From an optimization exercise on the open Yosys and OpenROAD flow, aimed at small area; shortcuts taken in it are not production practice.
Only the layout flow was run in this run; the RTL was not checked for function there.

==> flow/design.v <==
module mfe_corr (
    input  wire        clk,
    input  wire        rst,         
    input  wire        cfg_we,
    input  wire [4:0]  cfg_addr,    
    input  wire [31:0] cfg_wdata,
    input  wire        in_valid,
    output wire        in_ready,
    input  wire [23:0] in_x,        
    input  wire [2:0]  in_g,        
    input  wire [2:0]  in_band,     
    input  wire [4:0]  in_flags,
    output wire        out_valid,
    input  wire        out_ready,
    output wire [23:0] out_y,
    output wire [2:0]  out_g,
    output wire [4:0]  out_flags,
    output wire        out_last,    
    output wire [31:0] out_crc      
);
    reg signed [31:0] gain_tab [0:4];
    reg signed [23:0] ofs_tab  [0:4];
    reg signed [31:0] tbg_tab  [0:7];
    integer i;
    always @(posedge clk) begin
        if (cfg_we) begin
            for (i = 0; i < 5; i = i + 1) begin
                if (cfg_addr == i)
                    gain_tab[i] <= cfg_wdata;
                if (cfg_addr == i + 5)
                    ofs_tab[i] <= cfg_wdata[23:0];
            end
            for (i = 0; i < 8; i = i + 1) begin
                if (cfg_addr == i + 15)
                    tbg_tab[i] <= cfg_wdata;
            end
        end
    end
    reg        v1, v2, v3;
    wire       stall = v3 && !out_ready;
    assign in_ready = !stall;
    reg signed [24:0] d1;
    reg signed [32:0] gf1;    
    reg signed [32:0] tf1;    
    reg        [2:0]  g1;
    reg        [4:0]  f1;
    reg signed [26:0] y1_2;
    reg signed [32:0] tf2;
    reg        [2:0]  g2;
    reg        [4:0]  f2;
    reg signed [23:0] y3;
    reg        [2:0]  g3;
    reg        [4:0]  f3;
    wire [2:0] gsel = (in_g > 3'd4) ? 3'd4 : in_g;
    wire signed [57:0] p1 = d1 * gf1;
    wire signed [57:0] r1 = p1 + 58'sd536870912;
    wire signed [26:0] y1 = r1[56:30];
    wire signed [59:0] p2 = y1_2 * tf2;
    wire signed [59:0] r2 = p2 + 60'sd536870912;
    wire signed [29:0] y2 = r2[59:30];
    wire signed [23:0] y2_sat = (y2 > 30'sd8388607)  ? 24'sh7fffff :
                                (y2 < -30'sd8388608) ? 24'sh800000 :
                                y2[23:0];
    always @(posedge clk) begin
        if (rst) begin
            v1 <= 1'b0;
            v2 <= 1'b0;
            v3 <= 1'b0;
        end else if (!stall) begin
            v1 <= in_valid;
            v2 <= v1;
            v3 <= v2;
        end
    end
    always @(posedge clk) begin
        if (!stall) begin
            d1   <= $signed({in_x[23], in_x}) - $signed({ofs_tab[gsel][23], ofs_tab[gsel]});
            gf1  <= $signed({gain_tab[gsel][31], gain_tab[gsel]}) + 33'sh040000000;
            tf1  <= $signed({tbg_tab[in_band][31], tbg_tab[in_band]}) + 33'sh040000000;
            g1   <= in_g;
            f1   <= in_flags;
            y1_2 <= y1;
            tf2  <= tf1;
            g2   <= g1;
            f2   <= f1;
            y3   <= y2_sat;
            g3   <= g2;
            f3   <= f2;
        end
    end
    reg [4:0]  blk_cnt;
    reg [31:0] crc_acc;
    wire [31:0] word = {f3, g3, y3};
    function [31:0] crc32c_word;
        input [31:0] c;
        input [31:0] w;
        integer k;
        reg [31:0] s;
        begin
            s = c;
            for (k = 0; k < 32; k = k + 1)
                s = (s[0] ^ w[k]) ? ((s >> 1) ^ 32'h82F63B78) : (s >> 1);
            crc32c_word = s;
        end
    endfunction
    wire [31:0] crc_next = crc32c_word(crc_acc, word);
    always @(posedge clk) begin
        if (rst) begin
            blk_cnt <= 5'd0;
            crc_acc <= 32'hFFFFFFFF;
        end else if (v3 && out_ready) begin
            blk_cnt <= blk_cnt + 5'd1;
            crc_acc <= (blk_cnt == 5'd31) ? 32'hFFFFFFFF : crc_next;
        end
    end
    assign out_valid = v3;
    assign out_y     = y3;
    assign out_g     = g3;
    assign out_flags = f3;
    assign out_last  = (blk_cnt == 5'd31);
    assign out_crc   = ~crc_next;
endmodule
==> flow/run.sh <==
#!/bin/bash
# synth_recipe.tcl (not shown) runs the flow's synth.tcl, then flattens the netlist and writes it again
# the make line also repeats each setting of config.mk as NAME=value (left out here)
make -C /OpenROAD-flow-scripts/flow DESIGN_CONFIG=/design/flow/config.mk WORK_HOME=/design/flow/orfs CLKGATE_MAP_FILE= SYNTH_SCRIPT=/design/flow/synth_recipe.tcl finish
==> flow/config.mk <==
export PLATFORM = sky130hd
export DESIGN_NAME = mfe_corr
export DESIGN_NICKNAME = mfe_corr
export VERILOG_FILES = /design/flow/design.v
export SDC_FILE = /design/flow/constraint.sdc
export NUM_CORES = 4
export LEC_CHECK = 0
export CAP_MARGIN = 20
export CORE_MARGIN = 2
export CORE_UTILIZATION = 40
export SLEW_MARGIN = 20
==> flow/constraint.sdc <==
create_clock -name core_clock -period 10.0 [get_ports {clk}]
set_input_delay 2.0000 -clock core_clock [delete_from_list [all_inputs] [get_ports {clk}]]
set_output_delay 2.0000 -clock core_clock [all_outputs]
set_load 0.01 [all_outputs]
==> reports/metrics.csv <==
metric,value,unit
status,finished clean,
final_common_cell,fa_1,
synth_area,89300,um2
yosys-top-cells-area,"fa_1, edfxtp_1, inv_1, ha_1, and2_1",
max_freq,0.105,GHz
die_area,227000,um2
async_flop_share,0,%
r2r_slack,460,ps
min-delay-start,g1[0],
clkTransAtPathRegs,80,ps
grt_pass1_wl,375000,um
reg2reg_to,y1_2[26],
seq_area,22900,um2
crit-reg2reg-launch,gf1[14],
syn_area_per_cell,10.8,um2
core.rowCount,173,
cts.path.max_buffers,3,
routedWlPerCell,21.1,um
viasPerCell,5.05,
grt_max_degree,97,
synth_ff_type,edfxtp_1,
setup.worst_path.start,gf1[14],
drive_above_1_share,5.53,%
cts_tree,yes,
synth_top_cell_by_area,fa_1,
wl,240000,um
hpwl,188000,um
drtIter0Drc,4226,
track_usage,21.4,%
fin_skew,109,ps
final.setup.tns,0,ps
rsz0062_at_grt,false,
worstSetupEndpointType,flop,
drc,0,
ant_nets,0,
fill_cells,20800,
syn_nets,10400,
fin_crit_sh,95.4,%
dpl.cell_count,11200,
place_ws,142,ps
overflow,0,
reg2regPathDepth,25,
multiInputGateArea,58700,um2
die_w,477,um
arrival,9960,ps
yosysWarnings,4,
synth-edff-count,735,
clk_latency,750,ps
path_class,flop to flop,
post-route-worst-setup-slack,460,ps
hold_viol_final,0,
worst_pin_slew,1110,ps
relSlewSlack,26.2,%
period_minus_slack,9540,ps
htreeDepth,3,
start_util,40.2,%
clkSinkCount,775,
vias,57300,
slowest_stage,edfxtp_1,
antenna_found_initial,5,
critPathMaxFanout,16,
gp_congestion,0.896,
slew_violations,0,
final_cells,11300,
crit_end,y1_2[26],
finalNetCount,10500,
grt_pass1_vias,62900,
synth_cell_type_count,70,
pin_count,144,
setup_viol,0,
syn_to_final_growth,9.28,%
yosysSeqAreaShare,25.6,%
ctsHoldBuffers,0,
synth_top_area_share,39.1,%
whs,404,ps
die_h,477,um
cts_made_buffers,79,
dr.pass1.iters,5,
io_buffers,143,
coreArea,222000,um2
hold_class,flop to flop,
layout_common_cells,"fa_1, inv_1, nand2_1, edfxtp_1, and2_1",
crit_path_frequent_cell,fa_1,
slowest_delay,1020,ps
worst_setup_path_start_kind,flop,
ys_ff_latch,775,
maxCapViolCount,0,
required,10420,ps
synthCells,8242,
clock-root-buffer,clkbuf_16,
[worst max-delay path: cells and delay by family (launching register included)]
family	cells	cell delay (ps)
flip-flops	1	1020
AND/OR/NAND/NOR	4	1210
XOR/XNOR	1	130
adder cells (fa/ha/maj)	8	3980
buffers and inverters	5	620
AO/OA/AOI/OAI	7	2220
[through the flow]
step / utilization, % / instance area, um2
6_report: 43.9 / 97600
5_1_grt: 43.9 / 97600
4_1_cts: 43.9 / 97500
3_5_place_dp: 42.7 / 94800
3_3_place_gp: 42.7 / 94800
2_1_floorplan: - / 89300
[state kept, by name (all words and copies together), names as in the netlist, 5 cells and up]
signal / count
blk_cnt: 5
crc_acc: 32
d1: 25
f1: 5
f2: 5
f3: 5
gain_tab: 160
gf1: 33
ofs_tab: 120
tbg_tab: 256
tf1: 33
tf2: 33
y1_2: 27
y3: 24
[cells by family after synthesis]
family                   Yosys count  synth area share, %
AND/OR/NAND/NOR                 2221                 11.7
adder cells (fa/ha/maj)         2089                 43.9
XOR/XNOR                         417                 5.02
AO/OA/AOI/OAI                    592                 4.20
flip-flops                       775                 25.6
buffers and inverters           2098                 8.82
multiplexers                      50                0.758
[synth_stat cells (all sizes together), types with 55 or more instances]
cell	instances
fa	1744
inv	1711
nand2	1099
edfxtp	735
and2	673
clkbuf	369
ha	345
xnor2	320
nor2	275
a21oi	185
o21ai	144
xor2	83
nand2b	55
[repair_timing]
item	in CTS	in global routing
setup buffers	0	7
setup endpoints to repair	0	22
endpoints found under the hold margin	0	0
resized for setup	0	3
[per-layer routing]
layer  vias to the layer above  track usage, %  wire (um)
met3                       318            3.00      14800
met1                     30100            29.9     105000
met4                         2            5.39       6230
met5                         -               0         11
li1                      25000               -          -
met2                      1810            35.3     114000
[area by class of cell]
cell class | instances | area share (%)
repair buffers | 365 | 3.19
clock inverters | 48 | 0.686
well taps | 2975 | 3.81
diodes | 5 | 0.0128
multi-input cells | 5369 | 60.2
inverters | 1714 | 6.60
flip-flops and latches | 775 | 23.4
clock buffers | 96 | 2.10
[worst min-delay path by stage]
stage	endpoint	slack (ps)	depth (start not counted)
2_1_floorplan	f2[0]	400	0
3_3_place_gp	f2[4]	400	0
3_5_place_dp	g2[2]	400	0
4_1_cts	g2[0]	400	0
5_1_grt	g2[0]	420	0
6_report	g2[0]	400	0

port drivers added, routing unchanged:
No port has a modelled driver above. Below, the same layout with a new extraction and two added sets of constraints. Step 1: set_driving_cell puts a clkbuf_16 on clk and a buf_2 on each other input, an assumption about the parent block. Step 2 moves the port delays by t, midway between the first and last clock arrival at a register: inputs arrive t later, outputs are due t later. That takes back most of the time a late clock gives input paths. Slacks: no drivers / after step 1 / after step 2; pairs: no drivers / after step 1.
t, ns: 0.778
setup slack, ns: 0.460 / 0.460 / 0.460
worst setup path at the end: register to register
latest minus earliest clock arrival (ns): 0.114 / 0.115
pins driven straight from the clock port: 1
After both steps this run still meets setup and hold. The setup slack of this run moves by 0.000 ns with the drivers and by 0.000 ns with both steps.
